From an optimization exercise on the open Yosys and OpenROAD flow, aimed at small area, a short achievable clock period and few clock cycles per item; shortcuts taken in it are not production practice. The RTL of this run was laid out without a check of its function.

--- config.mk ---
export PLATFORM = sky130hd
export DESIGN_NAME = cz_quant
export DESIGN_NICKNAME = cz_quant
export VERILOG_FILES = /design/flow/design.v
export SDC_FILE = /design/flow/constraint.sdc
export NUM_CORES = 4
export LEC_CHECK = 0
export ABC_AREA = 1
export CAP_MARGIN = 20
export CORE_MARGIN = 2
export CORE_UTILIZATION = 40
export SLEW_MARGIN = 20
--- constraint.sdc ---
create_clock -name core_clock -period 140.0 [get_ports {clk}]
set_input_delay 28.0000 -clock core_clock [delete_from_list [all_inputs] [get_ports {clk}]]
set_output_delay 28.0000 -clock core_clock [all_outputs]
set_load 0.01 [all_outputs]
--- design.v ---
module cz_rca #(
    parameter N = 8
) (
    input  [N-1:0] a,
    input  [N-1:0] b,
    input          ci,
    output [N-1:0] s,
    output         co
);
    wire [N:0] c;
    assign c[0] = ci;
    genvar i;
    generate
        for (i = 0; i < N; i = i + 1) begin : g_bit
            assign s[i]   = a[i] ^ b[i] ^ c[i];
            assign c[i+1] = (a[i] & b[i]) | (c[i] & (a[i] ^ b[i]));
        end
    endgenerate
    assign co = c[N];
endmodule
module cz_rnd24 #(
    parameter N = 40
) (
    input  [N-1:0] x,
    output [N:0]   y
);
    wire [N+25:0] t;
    assign t[N+25:N] = 26'd0;
    genvar k;
    generate
        for (k = N - 1; k >= 0; k = k - 1) begin : g_t
            assign t[k] = t[k+1] | x[k];
        end
    endgenerate
    wire [N-1:0] keep = ~t[N+23:24];                
    wire [N-1:0] lsb  = t[N+22:23] & ~t[N+23:24];   
    wire [N-1:0] rnd  = t[N+23:24] & ~t[N+24:25];   
    wire [N-1:0] stk  = t[N+24:25];                 
    wire up = (|(x & rnd)) & ((|(x & stk)) | (|(x & lsb)));
    wire [N-1:0] xk = x & keep;
    wire [N:0] c;
    assign c[0] = up & lsb[0];
    generate
        for (k = 0; k < N; k = k + 1) begin : g_inc
            assign y[k]   = xk[k] ^ c[k];
            if (k + 1 < N) begin : g_c
                assign c[k+1] = (up & lsb[k+1]) | (c[k] & xk[k]);
            end else begin : g_last
                assign c[k+1] = c[k] & xk[k];
            end
        end
    endgenerate
    assign y[N] = c[N];
endmodule
module cz_mul #(
    parameter NA = 24,
    parameter NB = 16
) (
    input  [NA-1:0]    a,
    input  [NB-1:0]    b,
    output [NA+NB-1:0] p
);
    wire [NA*NB-1:0] s;
    wire [NA*NB-1:0] c;
    assign s[NA-1:0] = a & {NA{b[0]}};
    assign c[NA-1:0] = {NA{1'b0}};
    assign p[0] = s[0];
    genvar i, j;
    generate
        for (j = 1; j < NB; j = j + 1) begin : g_row
            wire [NA-1:0] pp  = a & {NA{b[j]}};
            wire [NA-1:0] sin = {1'b0, s[(j-1)*NA+NA-1:(j-1)*NA+1]};
            wire [NA-1:0] cin = c[(j-1)*NA+NA-1:(j-1)*NA];
            for (i = 0; i < NA; i = i + 1) begin : g_col
                assign s[j*NA+i] = pp[i] ^ sin[i] ^ cin[i];
                assign c[j*NA+i] = (pp[i] & sin[i]) | (cin[i] & (pp[i] ^ sin[i]));
            end
            assign p[j] = s[j*NA];
        end
    endgenerate
    cz_rca #(.N(NA)) u_fin (
        .a  ({1'b0, s[(NB-1)*NA+NA-1:(NB-1)*NA+1]}),
        .b  (c[(NB-1)*NA+NA-1:(NB-1)*NA]),
        .ci (1'b0),
        .s  (p[NA+NB-1:NB]),
        .co ()
    );
endmodule
module cz_xstep (
    input  [30:0] d,
    input         ident,
    output [11:0] idx,
    output [23:0] op_a,
    output [7:0]  k
);
    wire [7:0]  e8 = d[30:23];
    wire [23:0] m  = {|e8, d[22:0]};
    reg [4:0] lz;
    integer n;
    always @* begin
        lz = 5'd0;
        for (n = 0; n < 24; n = n + 1)
            if (m[n]) lz = 5'd23 - n[4:0];
    end
    wire [23:0] mn = m << lz;
    wire [7:0]  eb = (e8 == 8'd0) ? 8'd1 : e8;
    wire [35:0] p;
    cz_rca #(.N(36)) u_p (.a({mn, 12'd0}), .b(~{12'd0, mn}), .ci(1'b1), .s(p), .co());
    wire        h    = p[35];
    wire [23:0] xraw = h ? p[35:12] : p[34:11];
    wire        rb   = h ? p[11] : p[10];
    wire        st   = h ? (|p[10:0]) : (|p[9:0]);
    wire        up   = rb & (st | xraw[0]);
    wire [24:0] xs   = {1'b0, xraw} + {24'd0, up};
    wire        cy   = xs[24];
    wire [23:0] xm   = cy ? 24'h800000 : xs[23:0];
    wire signed [9:0] g = $signed({2'b00, eb}) + $signed({9'd0, h}) + $signed({9'd0, cy})
                          - $signed({5'd0, lz});
    wire        xge1 = (g >= 10'sd116);
    wire [9:0]  shw  = g - 10'sd116;
    wire [3:0]  sh   = xge1 ? shw[3:0] : 4'd0;
    wire [34:0] xf   = {11'd0, xm} << sh;
    wire [9:0]  kt   = 10'sd116 - g;
    assign idx  = xge1 ? xf[34:23] : 12'd0;
    assign op_a = ident ? m : (xge1 ? {1'b0, xf[22:0]} : xm);
    assign k    = ident ? (8'd127 - eb) : (xge1 ? 8'd0 : kt[7:0]);
endmodule
module cz_mstep (
    input  [15:0] t0,
    input  [15:0] t1,
    input  [23:0] op_a,
    input         ident,
    output [39:0] r,
    output        sgn
);
    wire [15:0] d10, d01;
    wire        ge;
    cz_rca #(.N(16)) u_s10 (.a(t1), .b(~t0), .ci(1'b1), .s(d10), .co(ge));
    cz_rca #(.N(16)) u_s01 (.a(t0), .b(~t1), .ci(1'b1), .s(d01), .co());
    wire [15:0] mag = ge ? d10 : d01;
    wire [15:0] b   = ident ? 16'hffff : mag;
    wire [39:0] pm;
    cz_mul #(.NA(24), .NB(16)) u_mul (.a(op_a), .b(b), .p(pm));
    wire [40:0] rr;
    cz_rnd24 #(.N(40)) u_rnd (.x(pm), .y(rr));
    assign r   = rr[39:0];
    assign sgn = !ident && !ge;
endmodule
module cz_astep (
    input  [39:0] r,
    input         sgn,
    input  [15:0] t0,
    input  [7:0]  k,
    output [44:0] q,
    output        tiny,
    output [7:0]  ue
);
    wire [44:0] rs   = {r, 5'd0};
    wire [44:0] a    = rs >> k;
    wire [44:0] lowm = ~({45{1'b1}} << k);
    wire        stk  = |(rs & lowm);
    wire [28:0] l29 = {a[27:0], stk};
    wire [29:0] lo;
    assign lo[0] = 1'b0;
    genvar i;
    generate
        for (i = 0; i < 29; i = i + 1) begin : g_lo
            assign lo[i+1] = lo[i] | l29[i];
        end
    endgenerate
    wire [28:0] ln = l29 ^ ({29{sgn}} & lo[28:0]);
    wire [15:0] u;
    cz_rca #(.N(16)) u_hi (.a(t0), .b(a[43:28] ^ {16{sgn}}), .ci(sgn & !lo[29]), .s(u), .co());
    wire [44:0] vx = {u, ln};
    wire [45:0] y;
    cz_rnd24 #(.N(45)) u_rnd (.x(vx), .y(y));
    assign tiny = (t0 == 16'd0) && stk;
    assign q    = tiny ? rs : y[44:0];
    assign ue   = tiny ? (8'd142 - k) : 8'd141;
endmodule
module cz_ostep (
    input  [44:0] q,
    input  [7:0]  ue,
    input         tiny,
    input  [3:0]  wc,      
    input  [4:0]  tau5,    
    output [31:0] yf,
    output [15:0] code
);
    reg [5:0] lzc;
    integer n;
    always @* begin
        lzc = 6'd45;
        for (n = 0; n < 45; n = n + 1)
            if (q[n]) lzc = 6'd44 - n[5:0];
    end
    wire [7:0]  sh  = ({2'b00, lzc} <= ue) ? {2'b00, lzc} : ue;
    wire [44:0] z   = q << sh;
    wire [7:0]  ex  = z[44] ? (ue + 8'd1 - {2'b00, lzc}) : 8'd0;
    assign yf = {1'b0, ex, z[43:21]};
    wire [43:0] yq = q[44:1];
    wire [4:0]  w  = {1'b0, wc} + 5'd8;
    wire [59:0] ys = {16'd0, yq} << w;
    wire [59:0] am;
    cz_rca #(.N(60)) u_am (.a(ys), .b(~{16'd0, yq}), .ci(1'b1), .s(am), .co());
    wire [36:0] ap = am[59:23];            
    wire [21:0] s1;
    cz_rca #(.N(21)) u_s1 (.a(ap[36:16]), .b({5'd0, ap[15:0]}), .ci(1'b0), .s(s1[20:0]), .co(s1[21]));
    wire        c2;
    wire [15:0] s2_unused;
    cz_rca #(.N(16)) u_s2 (.a(s1[15:0]), .b({10'd0, s1[21:16]}), .ci(1'b1), .s(s2_unused), .co(c2));
    wire [6:0]  f  = {1'b0, s1[21:16]} + {6'd0, c2};
    wire [20:0] t3 = {14'd0, f} + {16'd0, tau5};
    wire [20:0] sm;
    wire        smc;
    cz_rca #(.N(21)) u_sm (.a(ap[36:16]), .b(t3), .ci(1'b0), .s(sm), .co(smc));
    wire [16:0] craw = {smc, sm[20:5]};
    wire [16:0] top  = (17'd1 << w) - 17'd1;
    wire        ovf  = |(craw & ~top);
    assign code = tiny ? 16'd0 : (ovf ? top[15:0] : craw[15:0]);
endmodule
module cz_quant (
    input             clk,
    input             rst,           
    input             in_valid,
    output            in_ready,
    input      [31:0] in_d,          
    input             in_ident,      
    input       [2:0] in_table,      
    input       [4:0] in_width,      
    input       [2:0] in_dither,     
    input      [15:0] in_fn,         
    input       [2:0] in_word,       
    input      [19:0] in_entry,      
    input             in_zero,       
    output     [14:0] tbl_addr,      
    input      [15:0] tbl_data0,     
    input      [15:0] tbl_data1,     
    output reg        out_valid,
    input             out_ready,
    output reg [15:0] out_word,
    output reg [31:0] out_y          
);
    wire adv = !out_valid || out_ready;
    localparam IW = 54;
    wire [IW-1:0] in_item = {in_d[30:0], in_ident, in_table, in_width[4], in_width[2:0],
                             in_dither, in_fn[3:0], in_word, in_entry[3:0], in_zero};
    reg           sk_valid;
    reg  [IW-1:0] sk_item;
    reg           s1_valid;
    reg  [IW-1:0] s1_item;
    assign in_ready = !sk_valid;
    always @(posedge clk) begin
        if (rst)
            sk_valid <= 1'b0;
        else if (adv)
            sk_valid <= 1'b0;
        else if (in_valid)
            sk_valid <= 1'b1;
        if (!sk_valid)
            sk_item <= in_item;
        if (rst)
            s1_valid <= 1'b0;
        else if (adv)
            s1_valid <= sk_valid || in_valid;
        if (adv)
            s1_item <= sk_valid ? sk_item : in_item;
    end
    wire [30:0] s1_d     = s1_item[53:23];
    wire        s1_ident = s1_item[22];
    wire  [2:0] s1_table = s1_item[21:19];
    wire  [3:0] s1_wc    = s1_item[18:15];
    wire  [2:0] s1_dith  = s1_item[14:12];
    wire  [3:0] s1_fn    = s1_item[11:8];
    wire  [2:0] s1_word  = s1_item[7:5];
    wire  [3:0] s1_entry = s1_item[4:1];
    wire        s1_zero  = s1_item[0];
    wire [11:0] x_idx;
    wire [23:0] x_opa;
    wire  [7:0] x_k;
    cz_xstep u_x (.d(s1_d), .ident(s1_ident), .idx(x_idx), .op_a(x_opa), .k(x_k));
    wire [3:0] v = s1_fn + {s1_word, 1'b0} + {1'b0, s1_word} + {s1_entry[1:0], 2'b00} + s1_entry;
    reg  [4:0] tau5;
    always @* begin
        case (s1_dith)
            3'd0:    tau5 = 5'b10000;
            3'd1:    tau5 = {v[0], 4'b1000};
            3'd2:    tau5 = {v[0], v[1], 3'b100};
            3'd3:    tau5 = {v[0], v[1], v[2], 2'b10};
            default: tau5 = {v[0], v[1], v[2], v[3], 1'b1};
        endcase
    end
    reg        s2_valid, s2_ident, s2_zero;
    reg  [2:0] s2_table;
    reg [11:0] s2_idx;
    reg [23:0] s2_opa;
    reg  [7:0] s2_k;
    reg  [3:0] s2_wc;
    reg  [4:0] s2_tau;
    always @(posedge clk) begin
        if (rst)
            s2_valid <= 1'b0;
        else if (adv)
            s2_valid <= s1_valid;
        if (adv) begin
            s2_ident <= s1_ident;
            s2_zero  <= s1_zero;
            s2_table <= s1_table;
            s2_idx   <= x_idx;
            s2_opa   <= x_opa;
            s2_k     <= x_k;
            s2_wc    <= s1_wc;
            s2_tau   <= tau5;
        end
    end
    assign tbl_addr = {s2_table, s2_idx};
    reg        s3_valid, s3_ident, s3_zero;
    reg [15:0] s3_t0, s3_t1;
    reg [23:0] s3_opa;
    reg  [7:0] s3_k;
    reg  [3:0] s3_wc;
    reg  [4:0] s3_tau;
    always @(posedge clk) begin
        if (rst)
            s3_valid <= 1'b0;
        else if (adv)
            s3_valid <= s2_valid;
        if (adv) begin
            s3_ident <= s2_ident;
            s3_zero  <= s2_zero;
            s3_t0    <= tbl_data0;
            s3_t1    <= tbl_data1;
            s3_opa   <= s2_opa;
            s3_k     <= s2_k;
            s3_wc    <= s2_wc;
            s3_tau   <= s2_tau;
        end
    end
    wire [39:0] m_r;
    wire        m_sgn;
    cz_mstep u_m (.t0(s3_t0), .t1(s3_t1), .op_a(s3_opa), .ident(s3_ident), .r(m_r), .sgn(m_sgn));
    reg        s4_valid, s4_sgn, s4_zero;
    reg [39:0] s4_r;
    reg [15:0] s4_t0;
    reg  [7:0] s4_k;
    reg  [3:0] s4_wc;
    reg  [4:0] s4_tau;
    always @(posedge clk) begin
        if (rst)
            s4_valid <= 1'b0;
        else if (adv)
            s4_valid <= s3_valid;
        if (adv) begin
            s4_sgn  <= m_sgn;
            s4_zero <= s3_zero;
            s4_r    <= m_r;
            s4_t0   <= s3_ident ? 16'd0 : s3_t0;
            s4_k    <= s3_k;
            s4_wc   <= s3_wc;
            s4_tau  <= s3_tau;
        end
    end
    wire [44:0] a_q;
    wire        a_tiny;
    wire  [7:0] a_ue;
    cz_astep u_a (.r(s4_r), .sgn(s4_sgn), .t0(s4_t0), .k(s4_k), .q(a_q), .tiny(a_tiny), .ue(a_ue));
    reg        s5_valid, s5_tiny, s5_zero;
    reg [44:0] s5_q;
    reg  [7:0] s5_ue;
    reg  [3:0] s5_wc;
    reg  [4:0] s5_tau;
    always @(posedge clk) begin
        if (rst)
            s5_valid <= 1'b0;
        else if (adv)
            s5_valid <= s4_valid;
        if (adv) begin
            s5_tiny <= a_tiny;
            s5_zero <= s4_zero;
            s5_q    <= a_q;
            s5_ue   <= a_ue;
            s5_wc   <= s4_wc;
            s5_tau  <= s4_tau;
        end
    end
    wire [31:0] o_y;
    wire [15:0] o_code;
    cz_ostep u_o (.q(s5_q), .ue(s5_ue), .tiny(s5_tiny), .wc(s5_wc), .tau5(s5_tau),
                  .yf(o_y), .code(o_code));
    always @(posedge clk) begin
        if (rst)
            out_valid <= 1'b0;
        else if (adv)
            out_valid <= s5_valid;
        if (adv) begin
            out_word <= s5_zero ? 16'd0 : o_code;
            out_y    <= s5_zero ? 32'd0 : o_y;
        end
    end
endmodule
--- run.sh ---
#!/bin/bash
# synth_recipe.tcl (not shown) runs the flow's synth.tcl, then flattens the netlist and writes it again
# the make line also repeats each setting of config.mk as NAME=value (left out here)
make -C /OpenROAD-flow-scripts/flow DESIGN_CONFIG=/design/flow/config.mk WORK_HOME=/design/flow/orfs CLKGATE_MAP_FILE= SYNTH_SCRIPT=/design/flow/synth_recipe.tcl finish
==> run notes <==
antenna violations before repair - 2
drt pass-1 iters - 6
Sum Neg Setup Slack - 0 ps
Top FF cell, synth - edfxtp_1
clock latency (worst-skew pair) - 660 ps
CTS root buf - clkbuf_16
GP Congestion - 0.996
number of synthesized flops with an enable pin - 373
GR Util met1 - 31.5%
# fillers - 11.5k
area leader, netlist - edfxtp_1
WP buf/inv - 18
headroom to the max-slew limit - 34.7%
Seq/Total Area, Yosys - 27.2%
status - no timing/DRC/antenna violations
Die Y - 342 µm
routing usage on met3 - 2.37%
core area - 113000 µm²
CTS Hold Bufs - 0
Tmin final - 37810 ps
Unique masters post-synth - 70
all-layer global routing usage - 24.3%
Antenna diodes - 0
most used routing layer - met2
Layout area overhead - 9.94%
clock sinks - 434
CTS buffer count - 50
Clock Skew - 43.9 ps
row count - 123
Avg Vias per Cell - 5.18
Worst path most repeated cell - fa_1
final worst path period share - 27.0%
Initial DRC Count - 3104
Setup Viol. Count Final - 0
post_cts resized - 0
Slew Viols, Final - 0
DIE WIDTH - 342 µm
asr flop ratio synth - 0%
drt total wl - 141000 µm
Synth Cell Area - 45600 µm²
WP data required - 140410 ps
per-cell routed wire length - 18.9 µm
largest net degree at the start of global routing - 110
CP delay by family, top - adder cells
first-pass GRT wire length - 220000 µm
Setup crit start kind - flip-flop
met2 usage - 41.7%
crit end category - flip-flop
synth top area cells - edfxtp_1, fa_1, nand2_1
vias in the first global route - 38.1k
maxcap violations - 0
Hold Path Class - reg -> reg
DIE AREA - 117000 µm²
Starting Density - 40.5%
NumNets Final - 6687
I/O Pins - 185
Post-DRT Antenna Nets - 0
slowest stage delay, CP - 880 ps
CTS tree - yes
worst-path fanout max - 24
RSZ-0062 raised after global routing - false
most frequent cells in the layout - nand2_1, inv_1, fa_1, o21ai_0, nor2_1
critical path class - reg -> reg
H-tree lvl count - 2
DP HPWL - 112000 µm
via count - 38.5k
fmax - 26.4 MHz
register bit total from synthesis - 434
Slowest cell on crit path - o21ai_4
total gr overflow - 0
most common cell after layout, fill and taps aside - nand2_1
Post-route DRC - 0
IO buf count - 153
Final Hold Viols - 0
share of layout cells above drive strength 1 - 4.63%
Ys Warns - 3
Reg clk slew, reported paths - 70 ps
Post-CTS Setup Inserts - 0
Avg Cell Area, Syn - 7.78 µm²
Least-Margin Pin Slew - 976 ps
top cell type's share of synthesized area - 24.5%
clock buffer depth - 3
WP data arrival - 38220 ps
cell count after synthesis - 5869
==> synth_stat cells, types with 30 or more instances <==
library cell and n:
fa_1 448, inv_2 33, o21ai_0 446, ha_1 242, mux2i_1 55, o22ai_1 47
buf_1 36, clkbuf_1 199, o211ai_1 35, o21ai_1 61, nand2_1 1673, o21bai_1 30
a21oi_1 105, inv_1 889, xor2_1 59, dfxtp_1 61, nand3_1 306, edfxtp_1 373
nor2_1 444
==> kinds of logic after synthesis <==
| logic type | share of synthesized area [%] |
|---|---|
| mux | 1.21 |
| xor+xnor | 1.63 |
| fa+ha+maj | 26.3 |
| compound gates | 10.1 |
| buf+inv | 10.1 |
| flops | 27.2 |
| other cells | 0.0165 |
| simple gates | 23.4 |
==> final cells by class <==
| cell class | count | area [µm²] | area share (%) |
|---|---|---|---|
| multi-input cells | 4246 | 28700 | 57.2 |
| flip-flops and latches | 434 | 12400 | 24.8 |
| inverters | 932 | 3510 | 6.99 |
| repair buffers | 213 | 1980 | 3.95 |
| well taps | 1500 | 1880 | 3.74 |
| clock buffers | 59 | 1310 | 2.60 |
| clock inverters | 34 | 389 | 0.776 |
==> per-stage QoR <==
| stage | hold slack, ps | cells | util (%) | area [µm²] | worst slack [ps] |
|---|---|---|---|---|---|
| after global placement | 401 | 7325 | 43.0 | 48500 | 102480 |
| after floorplan | 400 | 5878 | - | 45700 | 101780 |
| final | 411 | 7418 | 44.5 | 50200 | 102190 |
| after global routing | 419 | 7418 | 44.5 | 50200 | 100080 |
| after CTS | 411 | 7418 | 44.5 | 50200 | 102110 |
| after detailed placement | 405 | 7325 | 43.0 | 48500 | 102150 |
==> worst register-to-register path, delay by kind of cell (launching register included) <==
kind,cells,cell delay [ps]
compound gates,17,3390
flops,1,400
simple gates,18,2770
xor+xnor,1,120
fa+ha+maj,92,28980
buf+inv,18,1930
==> registers in the layout, summed over array words and instances (netlist names), 8 cells and up <==
signal / cells
s5_ue: 8
s4_r: 40
out_word: 16
s2_k: 8
s1_item: 54
out_y: 31
s3_t1: 16
s4_k: 8
s3_opa: 24
s5_q: 45
s3_t0: 16
s2_idx: 12
sk_item: 54
s2_opa: 24
s4_t0: 16
s3_k: 8
==> path summary, 6_finish.rpt <==
kind,from,to,slack (ps),cells after the start
min,s4_wc[2]$_DFFE_PP_,s5_wc[2]$_DFFE_PP_,410,0
max reg2reg,s3_t0[0]$_DFFE_PP_,s4_r[39]$_DFFE_PP_,102190,146
max,s3_t0[0]$_DFFE_PP_,s4_r[39]$_DFFE_PP_,102190,146
min reg2reg,s4_wc[2]$_DFFE_PP_,s5_wc[2]$_DFFE_PP_,410,0
==> metal layers <==
| layer | share of wire (%) | up-vias |
|---|---|---|
| met5 | 0 | - |
| met1 | 43 | 18400 |
| met2 | 48 | 1057 |
| li1 | - | 18700 |
| met3 | 4.4 | 270 |
| met4 | 4.6 | 0 |

port drivers added, routing unchanged:
The results above use ideal ports. As a check the final layout listed here was re-extracted and re-timed, cells and wires unchanged.
Step 1: set_driving_cell puts a clkbuf_16 on clk and a buf_2 on each other input, an assumption about the parent block.
Step 2 moves the port delays by t, midway between the first and last clock arrival at a register: inputs arrive t later, outputs are due t later. That takes back most of the time a late clock gives input paths.
Slacks: ideal ports / drivers / drivers and shift; pairs: ideal ports / drivers.
shift t [ns]: 0.715
setup slack, ns: 102.193 / 102.193 / 102.193
worst register clock-pin slew, ns: 0.07 / 0.07
After both steps setup and hold are still met in this run. For this run, drivers alone change the setup slack by 0.000 ns; drivers and shift together by 0.000 ns.
